Background: an optimization exercise with open tools, aiming at small area, a short achievable clock period and few clock cycles per item. Do not read the settings as production practice.
Function was checked by simulation only, so behaviour that the tests miss may differ from the original.

==> run M <==
==> flow/design.v <==
module kf_tss_check (
    input  wire         clk,
    input  wire         rst,
    input  wire         in_valid,
    output wire         in_ready,
    input  wire         in_seq_stopped,
    input  wire         in_pin_owned,
    input  wire [31:0]  in_period,
    input  wire [319:0] in_entry,
    output reg          out_valid,
    output reg  [15:0]  out_status,
    output reg  [3:0]   out_field
);
    localparam [15:0] ST_OK                 = 16'h0000;
    localparam [15:0] ST_SLOT_CODE          = 16'h0106;
    localparam [15:0] ST_EDGE_BEYOND_PERIOD = 16'h0107;
    localparam [15:0] ST_EDGE_SPACING       = 16'h0108;
    localparam [15:0] ST_STROBE_ORDER       = 16'h0109;
    localparam [15:0] ST_SEQ_STATE          = 16'h0200;
    localparam [15:0] ST_PIN_UNASSIGNED     = 16'h0201;
    localparam [15:0] ST_PERIOD_EMPTY       = 16'h0202;
    localparam [3:0]  F_NONE                = 4'd15;
    assign in_ready = 1'b1;
    reg         r_valid;
    reg         r_stopped;
    reg         r_owned;
    reg [31:0]  r_period;
    reg [319:0] r_entry;
    always @(posedge clk) begin
        if (rst) begin
            r_valid <= 1'b0;
        end else begin
            r_valid <= in_valid;
        end
        if (in_valid) begin
            r_stopped <= in_seq_stopped;
            r_owned   <= in_pin_owned;
            r_period  <= in_period;
            r_entry   <= in_entry;
        end
    end
    wire [31:0] off  [0:7];
    wire [15:0] slot [0:3];
    genvar g;
    generate
        for (g = 0; g < 8; g = g + 1) begin : g_off
            assign off[g] = r_entry[32*g +: 32];
        end
        for (g = 0; g < 4; g = g + 1) begin : g_slot
            assign slot[g] = r_entry[256 + 16*g +: 16];
        end
    endgenerate
    reg [3:0] slot_bad;
    integer i, k;
    always @(*) begin
        for (i = 0; i < 4; i = i + 1) begin
            slot_bad[i] = 1'b0;
            for (k = 0; k < 6; k = k + 1)
                if (slot[i][2*k +: 2] == 2'b11)
                    slot_bad[i] = 1'b1;
            if (slot[i][15:14] == 2'b11)
                slot_bad[i] = 1'b1;
            if (slot[i][13:12] == 2'b00 && slot[i][15:14] != 2'b00)
                slot_bad[i] = 1'b1;
        end
    end
    reg       c5_fail;
    reg [1:0] c5_slot;
    always @(*) begin
        c5_fail = 1'b0;
        c5_slot = 2'd0;
        for (i = 3; i >= 0; i = i - 1)
            if (slot_bad[i]) begin
                c5_fail = 1'b1;
                c5_slot = i[1:0];
            end
    end
    reg [7:0] used;
    always @(*) begin
        for (k = 0; k < 6; k = k + 1) begin
            used[k] = 1'b0;
            for (i = 0; i < 4; i = i + 1)
                if (slot[i][2*k +: 2] != 2'b00)
                    used[k] = 1'b1;
        end
        used[6] = 1'b1;
        used[7] = 1'b0;
        for (i = 0; i < 4; i = i + 1)
            if (slot[i][15:14] == 2'b01 || slot[i][15:14] == 2'b10)
                used[7] = 1'b1;
    end
    reg       c6_fail;
    reg [2:0] c6_off;
    always @(*) begin
        c6_fail = 1'b0;
        c6_off  = 3'd0;
        for (k = 7; k >= 0; k = k - 1)
            if (used[k] && off[k] >= r_period) begin
                c6_fail = 1'b1;
                c6_off  = k[2:0];
            end
    end
    reg        c7_bad  [0:3];
    reg [1:0]  c7_edge [0:3];
    reg        have_prev;
    reg [31:0] prev_off;
    always @(*) begin
        for (i = 0; i < 4; i = i + 1) begin
            c7_bad[i]  = 1'b0;
            c7_edge[i] = 2'd0;
            have_prev  = 1'b0;
            prev_off   = 32'd0;
            for (k = 0; k < 4; k = k + 1)
                if (slot[i][2*k +: 2] != 2'b00) begin
                    if (have_prev && !c7_bad[i] &&
                        {1'b0, off[k]} < {1'b0, prev_off} + 33'd1024) begin
                        c7_bad[i]  = 1'b1;
                        c7_edge[i] = k[1:0];
                    end
                    have_prev = 1'b1;
                    prev_off  = off[k];
                end
        end
    end
    reg       c7_fail;
    reg [1:0] c7_off;
    always @(*) begin
        c7_fail = 1'b0;
        c7_off  = 2'd0;
        for (i = 3; i >= 0; i = i - 1)
            if (c7_bad[i]) begin
                c7_fail = 1'b1;
                c7_off  = c7_edge[i];
            end
    end
    reg c8_fail;
    always @(*) begin
        c8_fail = 1'b0;
        for (i = 0; i < 4; i = i + 1)
            if (slot[i][9:8] != 2'b00 && slot[i][11:10] != 2'b00 &&
                {1'b0, off[5]} < {1'b0, off[4]} + 33'd2048)
                c8_fail = 1'b1;
    end
    reg c9_fail;
    always @(*) begin
        c9_fail = 1'b0;
        for (i = 0; i < 4; i = i + 1)
            if ((slot[i][15:14] == 2'b01 || slot[i][15:14] == 2'b10) &&
                {1'b0, off[7]} < {1'b0, off[6]} + 33'd1024)
                c9_fail = 1'b1;
    end
    reg [15:0] status;
    reg [3:0]  field;
    always @(*) begin
        if (!r_stopped) begin
            status = ST_SEQ_STATE;          field = F_NONE;
        end else if (!r_owned) begin
            status = ST_PIN_UNASSIGNED;     field = F_NONE;
        end else if (r_period == 32'd0) begin
            status = ST_PERIOD_EMPTY;       field = F_NONE;
        end else if (c5_fail) begin
            status = ST_SLOT_CODE;          field = {2'b10, c5_slot};
        end else if (c6_fail) begin
            status = ST_EDGE_BEYOND_PERIOD; field = {1'b0, c6_off};
        end else if (c7_fail) begin
            status = ST_EDGE_SPACING;       field = {2'b00, c7_off};
        end else if (c8_fail) begin
            status = ST_EDGE_SPACING;       field = 4'd5;
        end else if (c9_fail) begin
            status = ST_STROBE_ORDER;       field = 4'd7;
        end else begin
            status = ST_OK;                 field = F_NONE;
        end
    end
    always @(posedge clk) begin
        if (rst) begin
            out_valid  <= 1'b0;
            out_status <= ST_OK;
            out_field  <= F_NONE;
        end else begin
            out_valid  <= r_valid;
            if (r_valid) begin
                out_status <= status;
                out_field  <= field;
            end
        end
    end
endmodule
==> flow/run.sh <==
#!/bin/bash
# synth_recipe.tcl (not shown) runs the flow's synth.tcl, then flattens the netlist and writes it again
# the make line also repeats each setting of config.mk as NAME=value (left out here)
make -C /OpenROAD-flow-scripts/flow DESIGN_CONFIG=/design/flow/config.mk WORK_HOME=/design/flow/orfs CLKGATE_MAP_FILE= SYNTH_SCRIPT=/design/flow/synth_recipe.tcl finish
==> flow/config.mk <==
export PLATFORM = sky130hd
export DESIGN_NAME = kf_tss_check
export DESIGN_NICKNAME = kf_tss_check
export VERILOG_FILES = /design/flow/design.v
export SDC_FILE = /design/flow/constraint.sdc
export NUM_CORES = 4
export LEC_CHECK = 0
export CAP_MARGIN = 20
export CORE_MARGIN = 2
export CORE_UTILIZATION = 40
export PLACE_DENSITY = 0.6
export SLEW_MARGIN = 20
==> flow/constraint.sdc <==
create_clock -name core_clock -period 7.0 [get_ports {clk}]
set_input_delay 1.4000 -clock core_clock [delete_from_list [all_inputs] [get_ports {clk}]]
set_output_delay 1.4000 -clock core_clock [all_outputs]
set_load 0.01 [all_outputs]
==> run H: changes against run M <==
==> flow/design.v, changed modules only <==
module kf_tss_check (
    input  wire         clk,
    input  wire         rst,
    input  wire         in_valid,
    output wire         in_ready,
    input  wire         in_seq_stopped,
    input  wire         in_pin_owned,
    input  wire [31:0]  in_period,
    input  wire [319:0] in_entry,
    output wire         out_valid,
    output wire [15:0]  out_status,
    output wire [3:0]   out_field
);
    assign in_ready = 1'b1;
    wire [31:0] off  [0:7];
    wire [15:0] slot [0:3];
    genvar g;
    generate
        for (g = 0; g < 8; g = g + 1) begin : g_off
            assign off[g] = in_entry[32*g +: 32];
        end
        for (g = 0; g < 4; g = g + 1) begin : g_slot
            assign slot[g] = in_entry[256 + 16*g +: 16];
        end
    endgenerate
    integer i, k;
    reg [1:0] pre;
    always @(*) begin
        if (!in_seq_stopped)        pre = 2'd1;
        else if (!in_pin_owned)     pre = 2'd2;
        else if (in_period == 32'd0) pre = 2'd3;
        else                        pre = 2'd0;
    end
    reg [3:0] slot_bad;
    always @(*) begin
        for (i = 0; i < 4; i = i + 1) begin
            slot_bad[i] = 1'b0;
            for (k = 0; k < 6; k = k + 1)
                if (slot[i][2*k +: 2] == 2'b11)
                    slot_bad[i] = 1'b1;
            if (slot[i][15:14] == 2'b11)
                slot_bad[i] = 1'b1;
            if (slot[i][13:12] == 2'b00 && slot[i][15:14] != 2'b00)
                slot_bad[i] = 1'b1;
        end
    end
    reg [5:0] fire [0:3];
    reg [3:0] stb2;
    always @(*) begin
        for (i = 0; i < 4; i = i + 1) begin
            for (k = 0; k < 6; k = k + 1)
                fire[i][k] = slot[i][2*k +: 2] != 2'b00;
            stb2[i] = slot[i][15:14] == 2'b01 || slot[i][15:14] == 2'b10;
        end
    end
    reg [7:0] used;
    always @(*) begin
        for (k = 0; k < 6; k = k + 1)
            used[k] = fire[0][k] | fire[1][k] | fire[2][k] | fire[3][k];
        used[6] = 1'b1;
        used[7] = |stb2;
    end
    reg [7:0] c6v;
    always @(*)
        for (k = 0; k < 8; k = k + 1)
            c6v[k] = used[k] && off[k] >= in_period;
    wire near10 = {1'b0, off[1]} < {1'b0, off[0]} + 33'd1024;
    wire near20 = {1'b0, off[2]} < {1'b0, off[0]} + 33'd1024;
    wire near21 = {1'b0, off[2]} < {1'b0, off[1]} + 33'd1024;
    wire near30 = {1'b0, off[3]} < {1'b0, off[0]} + 33'd1024;
    wire near31 = {1'b0, off[3]} < {1'b0, off[1]} + 33'd1024;
    wire near32 = {1'b0, off[3]} < {1'b0, off[2]} + 33'd1024;
    wire near54 = {1'b0, off[5]} < {1'b0, off[4]} + 33'd2048;
    wire near76 = {1'b0, off[7]} < {1'b0, off[6]} + 33'd1024;
    reg [2:0] c7v [0:3];
    always @(*) begin
        for (i = 0; i < 4; i = i + 1) begin
            c7v[i][0] = fire[i][1] & fire[i][0] & near10;
            c7v[i][1] = fire[i][2] & (fire[i][1] ? near21 : fire[i][0] & near20);
            c7v[i][2] = fire[i][3] & (fire[i][2] ? near32 :
                                      fire[i][1] ? near31 : fire[i][0] & near30);
        end
    end
    wire c8 = ((fire[0][4] & fire[0][5]) | (fire[1][4] & fire[1][5]) |
               (fire[2][4] & fire[2][5]) | (fire[3][4] & fire[3][5])) & near54;
    wire c9 = used[7] & near76;
    reg        s_valid;
    reg [1:0]  s_pre;
    reg [3:0]  s_bad;
    reg [7:0]  s_c6;
    reg [2:0]  s_c7 [0:3];
    reg        s_c8, s_c9;
    always @(posedge clk) begin
        s_valid <= in_valid & ~rst;
        s_pre   <= pre;
        s_bad   <= slot_bad;
        s_c6    <= c6v;
        for (i = 0; i < 4; i = i + 1)
            s_c7[i] <= c7v[i];
        s_c8    <= c8;
        s_c9    <= c9;
    end
    localparam [15:0] ST_OK                 = 16'h0000;
    localparam [15:0] ST_SLOT_CODE          = 16'h0106;
    localparam [15:0] ST_EDGE_BEYOND_PERIOD = 16'h0107;
    localparam [15:0] ST_EDGE_SPACING       = 16'h0108;
    localparam [15:0] ST_STROBE_ORDER       = 16'h0109;
    localparam [15:0] ST_SEQ_STATE          = 16'h0200;
    localparam [15:0] ST_PIN_UNASSIGNED     = 16'h0201;
    localparam [15:0] ST_PERIOD_EMPTY       = 16'h0202;
    localparam [3:0]  F_NONE                = 4'd15;
    reg       c5_fail;
    reg [1:0] c5_slot;
    always @(*) begin
        c5_fail = 1'b0;
        c5_slot = 2'd0;
        for (i = 3; i >= 0; i = i - 1)
            if (s_bad[i]) begin
                c5_fail = 1'b1;
                c5_slot = i[1:0];
            end
    end
    reg       c6_fail;
    reg [2:0] c6_off;
    always @(*) begin
        c6_fail = 1'b0;
        c6_off  = 3'd0;
        for (k = 7; k >= 0; k = k - 1)
            if (s_c6[k]) begin
                c6_fail = 1'b1;
                c6_off  = k[2:0];
            end
    end
    reg       c7_fail;
    reg [1:0] c7_off;
    always @(*) begin
        c7_fail = 1'b0;
        c7_off  = 2'd0;
        for (i = 3; i >= 0; i = i - 1)
            if (s_c7[i] != 3'd0) begin
                c7_fail = 1'b1;
                c7_off  = s_c7[i][0] ? 2'd1 : s_c7[i][1] ? 2'd2 : 2'd3;
            end
    end
    reg [15:0] status;
    reg [3:0]  field;
    always @(*) begin
        if (s_pre == 2'd1) begin
            status = ST_SEQ_STATE;          field = F_NONE;
        end else if (s_pre == 2'd2) begin
            status = ST_PIN_UNASSIGNED;     field = F_NONE;
        end else if (s_pre == 2'd3) begin
            status = ST_PERIOD_EMPTY;       field = F_NONE;
        end else if (c5_fail) begin
            status = ST_SLOT_CODE;          field = {2'b10, c5_slot};
        end else if (c6_fail) begin
            status = ST_EDGE_BEYOND_PERIOD; field = {1'b0, c6_off};
        end else if (c7_fail) begin
            status = ST_EDGE_SPACING;       field = {2'b00, c7_off};
        end else if (s_c8) begin
            status = ST_EDGE_SPACING;       field = 4'd5;
        end else if (s_c9) begin
            status = ST_STROBE_ORDER;       field = 4'd7;
        end else begin
            status = ST_OK;                 field = F_NONE;
        end
    end
    reg       o_valid;
    reg [5:0] o_status;    
    reg [3:0] o_field;
    always @(posedge clk) begin
        o_valid  <= s_valid & ~rst;
        o_status <= {status[9:8], status[3:0]};
        o_field  <= field;
    end
    assign out_valid  = o_valid;
    assign out_status = {6'd0, o_status[5:4], 4'd0, o_status[3:0]};
    assign out_field  = o_field;
endmodule
==> summary of the runs <==
- Against run H, the flip-flop and latch count of run M is higher by 326.
- The routed wire length of run M is 2.7 times that of run H.
- Between run M and run H, the lower non-clock buffer count is in run H (gap 143).
- Of run H and run M, run M has the higher synthesized cell count (gap 55%, measured against run M).
Testbench counts of run M, summed over its fixed seeds: cycles 24,016, items 24,000.
Testbench counts of run H, summed over its fixed seeds: cycles 24,016, items 24,000.

re-timing with driven ports:
How much do the figures lean on ideal ports? The routed layouts below were timed once more, with nothing changed but the port constraints.
Step 1 sets driving cells, clkbuf_16 on the clock port and buf_2 on the other inputs (assumed; they add their load-dependent delay and slew).
Step 2, shift: input delay + t, output delay - t, t = (earliest + latest rising clock arrival at the registers) / 2. This alone moves slack from input paths to output paths.
Three values: no drivers, after step 1, after step 2; two values: the first two.
run	t, ns	setup WS [ns]	worst slew at a driven data input, ns	pins driven straight from the clock port
run M	0.715	0.531 / 0.531 / 0.531	0.09	1
run H	0.323	1.749 / 1.744 / 1.422	0.13	1
After both steps every run listed still meets setup and hold. For run H, which loses most, drivers alone change the setup slack by -0.005 ns; drivers and shift together by -0.327 ns.
